This design comes from an exercise in tuning for small area, a short achievable clock period and few clock cycles per item on the open sky130 flow, not from production work.
RTL that was checked went through simulation tests only; none was proved equivalent to the original.

## pdec_unit
module pdec_unit (
    input  wire        clk,
    input  wire        rst,        
    input  wire        start,      
    input  wire [2:0]  op,
    input  wire [2:0]  rel,        
    input  wire [63:0] s,
    input  wire [63:0] u,
    input  wire [4:0]  smap,       
    input  wire [3:0]  oplus,      
    input  wire [3:0]  ominus,     
    output wire        ready,
    output reg         done,       
    output wire [63:0] result,
    output wire        dx,         
    output wire        ovf         
);
export LEC_CHECK = 0
export ABC_AREA = 1
export CAP_MARGIN = 20
export CORE_MARGIN = 2
export CORE_UTILIZATION = 50
export PLACE_DENSITY = 0.65
export SLEW_MARGIN = 20
export SYNTH_HIERARCHICAL = 1
create_clock -name core_clock -period 30.0 [get_ports {clk}]
standard.sh (not shown) runs the stock make flow with config.mk's settings and CLKGATE_MAP_FILE= SYNTH_SCRIPT=/design/flow/synth_recipe.tcl, a recipe that flattens the netlist after the stock synthesis.
==> flow/flow/run.sh <==
#!/bin/bash
# Own layout flow: the standard layout (standard.sh), with the resizer's
# repair_timing asked to leave a setup margin, so that it sizes the paths for
# a short period instead of stopping at the 30 ns clock. The clock, the SDC
# and every other step are the standard flow's. All tool output goes to flow_make.log.
set -euo pipefail
MARGIN=$(cat flow/margin.txt)
bash standard.sh SETUP_SLACK_MARGIN="$MARGIN" finish > flow_make.log 2>&1
==> flow/flow/margin.txt <==
21
The starting point finished clean.
Change:
==> flow/flow/run.sh (replaced) <==
#!/bin/bash
# Own layout flow: the standard layout (standard.sh) with three resizer
# settings changed, nothing else:
#  - repair_timing is asked to leave a setup margin (flow/margin.txt), so it
#    sizes the paths for a short period instead of stopping at the 30 ns clock;
#  - gates may be resized across cell footprints;
#  - the port buffers are buf_2 cells instead of the delay cell buffer_ports
#    picks by default (every input and output port still gets a buffer).
# The clock, the SDC and every other step are the standard flow's. All tool output goes
# to flow_make.log in this folder.
set -euo pipefail
MARGIN=$(cat flow/margin.txt)
bash standard.sh SETUP_SLACK_MARGIN="$MARGIN" MATCH_CELL_FOOTPRINT=0 \
    BUFFER_PORTS_ARGS="-buffer_cell sky130_fd_sc_hd__buf_2" finish > flow_make.log 2>&1
==> flow/flow/margin.txt (replaced) <==
21.3
SYNTH_HIERARCHICAL = unset   (was 1)
Outcome: Synthesized cell count goes down by 23%; cell area shrinks by 18%; hold slack gets worse by 36 ps; fmax shrinks by 7.4%; worst setup slack is worse by 730 ps; routed wire length falls by 18%.
Change:
==> flow/flow/run.sh (replaced) <==
#!/bin/bash
# Own layout flow: the standard layout (standard.sh), with the resizer's
# repair_timing asked to leave a setup margin, so that it sizes the paths for
# a short period instead of stopping at the 30 ns clock. The clock, the SDC
# and every other step are the standard flow's. All tool output goes to flow_make.log.
set -euo pipefail
MARGIN=$(cat flow/margin.txt)
bash standard.sh SETUP_SLACK_MARGIN="$MARGIN" finish > flow_make.log 2>&1
==> flow/flow/margin.txt (replaced) <==
21
Outcome:
- sequential share of layout area came out lower by 0.24 points
- global-route usage came out higher by 0.54 points
- utilization came out higher by 1.2 points
- count of clock-buffer cells in the layout came out higher by 2
- synthesized cell count does not change
- synthesized area stays the same
- routed wire length came out higher by 2.0%
- die area does not change
- via count came out higher by 0.50%
- cell area came out higher by about 2%
No functional check of the RTL was part of any run of this note.

---

== lagoon ==
Another version of the RTL of pdec_unit (not shown whole).
For scale: ~160 flip-flops, ~220 I/O pins, ~44000 sq um of cells after synthesis.
Design pdec_unit, start of the top module:
module pdec_unit (
    input  wire        clk,
    input  wire        rst,        
    input  wire        start,      
    input  wire [2:0]  op,
    input  wire [2:0]  rel,        
    input  wire [63:0] s,
    input  wire [63:0] u,
    input  wire [4:0]  smap,       
    input  wire [3:0]  oplus,      
    input  wire [3:0]  ominus,     
    output wire        ready,
    output reg         done,       
    output wire [63:0] result,
    output wire        dx,         
    output wire        ovf         
);
Settings: LEC_CHECK=0, ABC_AREA=1, CAP_MARGIN=20, CORE_MARGIN=2, CORE_UTILIZATION=60, PLACE_DENSITY=0.75, SLEW_MARGIN=20, SYNTH_HIERARCHICAL=1; clock period 30.0 ns.
==> flow/flow/run.sh <==
#!/bin/bash
# Own layout flow: the standard layout (standard.sh) with three resizer
# settings changed, nothing else:
#  - repair_timing is asked to leave a setup margin (flow/margin.txt), so it
#    sizes the paths for a short period instead of stopping at the 30 ns clock;
#  - gates may be resized across cell footprints;
#  - the port buffers are buf_2 cells instead of the delay cell buffer_ports
#    picks by default (every input and output port still gets a buffer).
# The clock, the SDC and every other step are the standard flow's. All tool output goes
# to flow_make.log in this folder.
set -euo pipefail
MARGIN=$(cat flow/margin.txt)
bash standard.sh SETUP_SLACK_MARGIN="$MARGIN" MATCH_CELL_FOOTPRINT=0 \
    BUFFER_PORTS_ARGS="-buffer_cell sky130_fd_sc_hd__buf_2" finish > flow_make.log 2>&1
==> flow/flow/margin.txt <==
21.3
lagoon completed end to end with timing, DRC and antenna clean.
Testbench counts of lagoon, summed over its fixed seeds: cycles 15,174, ops 8,000.
Modified inputs, umber compared to lagoon
==> flow/flow/margin.txt <==
21.0
Nothing crashed in umber and all stages finished; the problem is that the final layout failed, the offending checks being max-capacitance violations, max-slew violations.
Going from lagoon to umber, global-route wire length before repair neither gained nor lost much; maximum operating frequency shows a reduction of 3.1 MHz.
Final core utilization sits lower in umber than in lagoon.

---

Setup of old:
pdec_unit, a different RTL version from the one above (not shown whole).
Size: roughly 8500 cells after synthesis, ~160 flip-flops.
Settings: LEC_CHECK=0, ABC_AREA=1, CAP_MARGIN=20, CORE_MARGIN=2, CORE_UTILIZATION=50, PLACE_DENSITY=0.65, SLEW_MARGIN=20, SYNTH_HIERARCHICAL=1; clock period 30.0 ns.
==> flow/flow/margin.txt <==
21.7
Scripts as last shown in full above: flow/flow/run.sh
Testbench counts of old, summed over its fixed seeds: cycles 15,174, ops 8,000.
Changes in new relative to old:
==> flow/flow/margin.txt <==
21.3
Notes after the runs:
- new — met3 routing resource usage after global routing 0.32 points higher, old as reference
- Compared with old, placement density in the core of new is lower.
- On standard cell core area, old tracks new almost exactly.
- Compared to old, new has worst setup slack 0.059 ns higher.
- Non-clock buffer count was higher in the run labelled old.
- Sort new and old by final non-filler cell total asc -> top: new
- Of new and old, the lower average wire per standard cell belongs to new.
- Higher maximum frequency was reported by new, not old.
- Compared to old, the router laid down less metal wire for new.

---

pdec_unit, a different RTL version from the one above (not shown whole).
Size in the first run: about 8300 cells after synthesis, about 220 I/O pins, roughly 47000 µm² of cells after synthesis.
==> flow/config.mk <==
export PLATFORM = sky130hd
export DESIGN_NAME = pdec_unit
export DESIGN_NICKNAME = pdec_unit
export VERILOG_FILES = /design/flow/design.v
export SDC_FILE = /design/flow/constraint.sdc
export NUM_CORES = 4
export LEC_CHECK = 0
export ABC_AREA = 1
export CAP_MARGIN = 20
export CORE_MARGIN = 2
export CORE_UTILIZATION = 60
export PLACE_DENSITY = 0.75
export SLEW_MARGIN = 20
export SYNTH_HIERARCHICAL = 1
==> flow/constraint.sdc <==
create_clock -name core_clock -period 30.0 [get_ports {clk}]
set_input_delay 6.0000 -clock core_clock [delete_from_list [all_inputs] [get_ports {clk}]]
set_output_delay 6.0000 -clock core_clock [all_outputs]
set_load 0.01 [all_outputs]
==> flow/flow/margin.txt <==
21.3
Scripts as last shown in full above: flow/flow/run.sh
The starting point completed with no timing, DRC or antenna violations.
Testbench counts at the start, summed over its fixed seeds: cycles 15,174, ops 8,000.
Next try:
--- a/flow/flow/run.sh
+++ b/flow/flow/run.sh
@@ -1,4 +1,7 @@
 #!/bin/bash
-# Own layout flow: the standard layout (standard.sh) with three resizer
-# settings changed, nothing else:
+# Own layout flow: the standard layout (standard.sh) with these changes,
+# nothing else:
+#  - synthesis maps with flow/abc_area.script (ABC's &nf mapper, no sizing or
+#    buffering: the resizer sizes the gates later); everything else in
+#    synthesis is the standard script, so the registers are the same;
 #  - repair_timing is asked to leave a setup margin (flow/margin.txt), so it
@@ -12,3 +15,10 @@
 MARGIN=$(cat flow/margin.txt)
-bash standard.sh SETUP_SLACK_MARGIN="$MARGIN" MATCH_CELL_FOOTPRINT=0 \
+rm -rf scripts_local
+mkdir scripts_local
+for f in "$FLOW_HOME"/scripts/*; do
+    ln -s "$f" scripts_local/
+done
+rm scripts_local/abc_area.script
+cp flow/abc_area.script scripts_local/abc_area.script
+bash standard.sh SCRIPTS_DIR="$PWD/scripts_local" SETUP_SLACK_MARGIN="$MARGIN" MATCH_CELL_FOOTPRINT=0 \
     BUFFER_PORTS_ARGS="-buffer_cell sky130_fd_sc_hd__buf_2" finish > flow_make.log 2>&1
==> flow/flow/abc_area.script (new file) <==
&get -n
&st
&dch
&nf
&put
topo
Settings changed: CORE_UTILIZATION 60 to 50, PLACE_DENSITY 0.75 to 0.65.
- The new run passed the timing, DRC and antenna checks
- cell count goes down by about a fifth
- clock skew goes up by 0.0032 ns
- cell area goes up by roughly a tenth

## re-timing with driven ports
The flow's constraints put no driver on any port. The routed layouts listed below were extracted and timed again, unchanged, in two steps.
Step 1, drivers: a clkbuf_16 drives clk and a buf_2 each remaining input, both assumed.
Step 2 also shifts input and output timing later by t, the mid clock arrival at the registers, as if the neighbouring blocks saw the same clock.
a / b / c = no drivers / after step 1 / after step 2; a / b = the first two.
run | t, ns | setup slack, ns | worst slew at a driven data input, ns
the first run of note 1 | 0.666 | 20.959 / 20.892 / 20.574 | 0.16
the second run of note 1 | 0.674 | 20.234 / 20.172 / 20.800 | 0.09
the third run of note 1 | 0.683 | 20.270 / 20.201 / 20.537 | 0.09
lagoon | 0.538 | 21.116 / 21.093 / 20.555 | 0.14
umber | 0.551 | 20.861 / 20.834 / 20.283 | 0.16
old | 0.528 | 21.155 / 21.155 / 20.627 | 0.11
new | 0.565 | 21.214 / 21.206 / 20.642 | 0.08
the first run of note 4 | 0.546 | 21.234 / 21.207 / 20.669 | 0.11
the second run of note 4 | 0.565 | 19.649 / 19.649 / 19.649 | 0.11
For umber, which loses most, drivers alone change the setup slack by -0.027 ns; drivers and shift together by -0.578 ns.
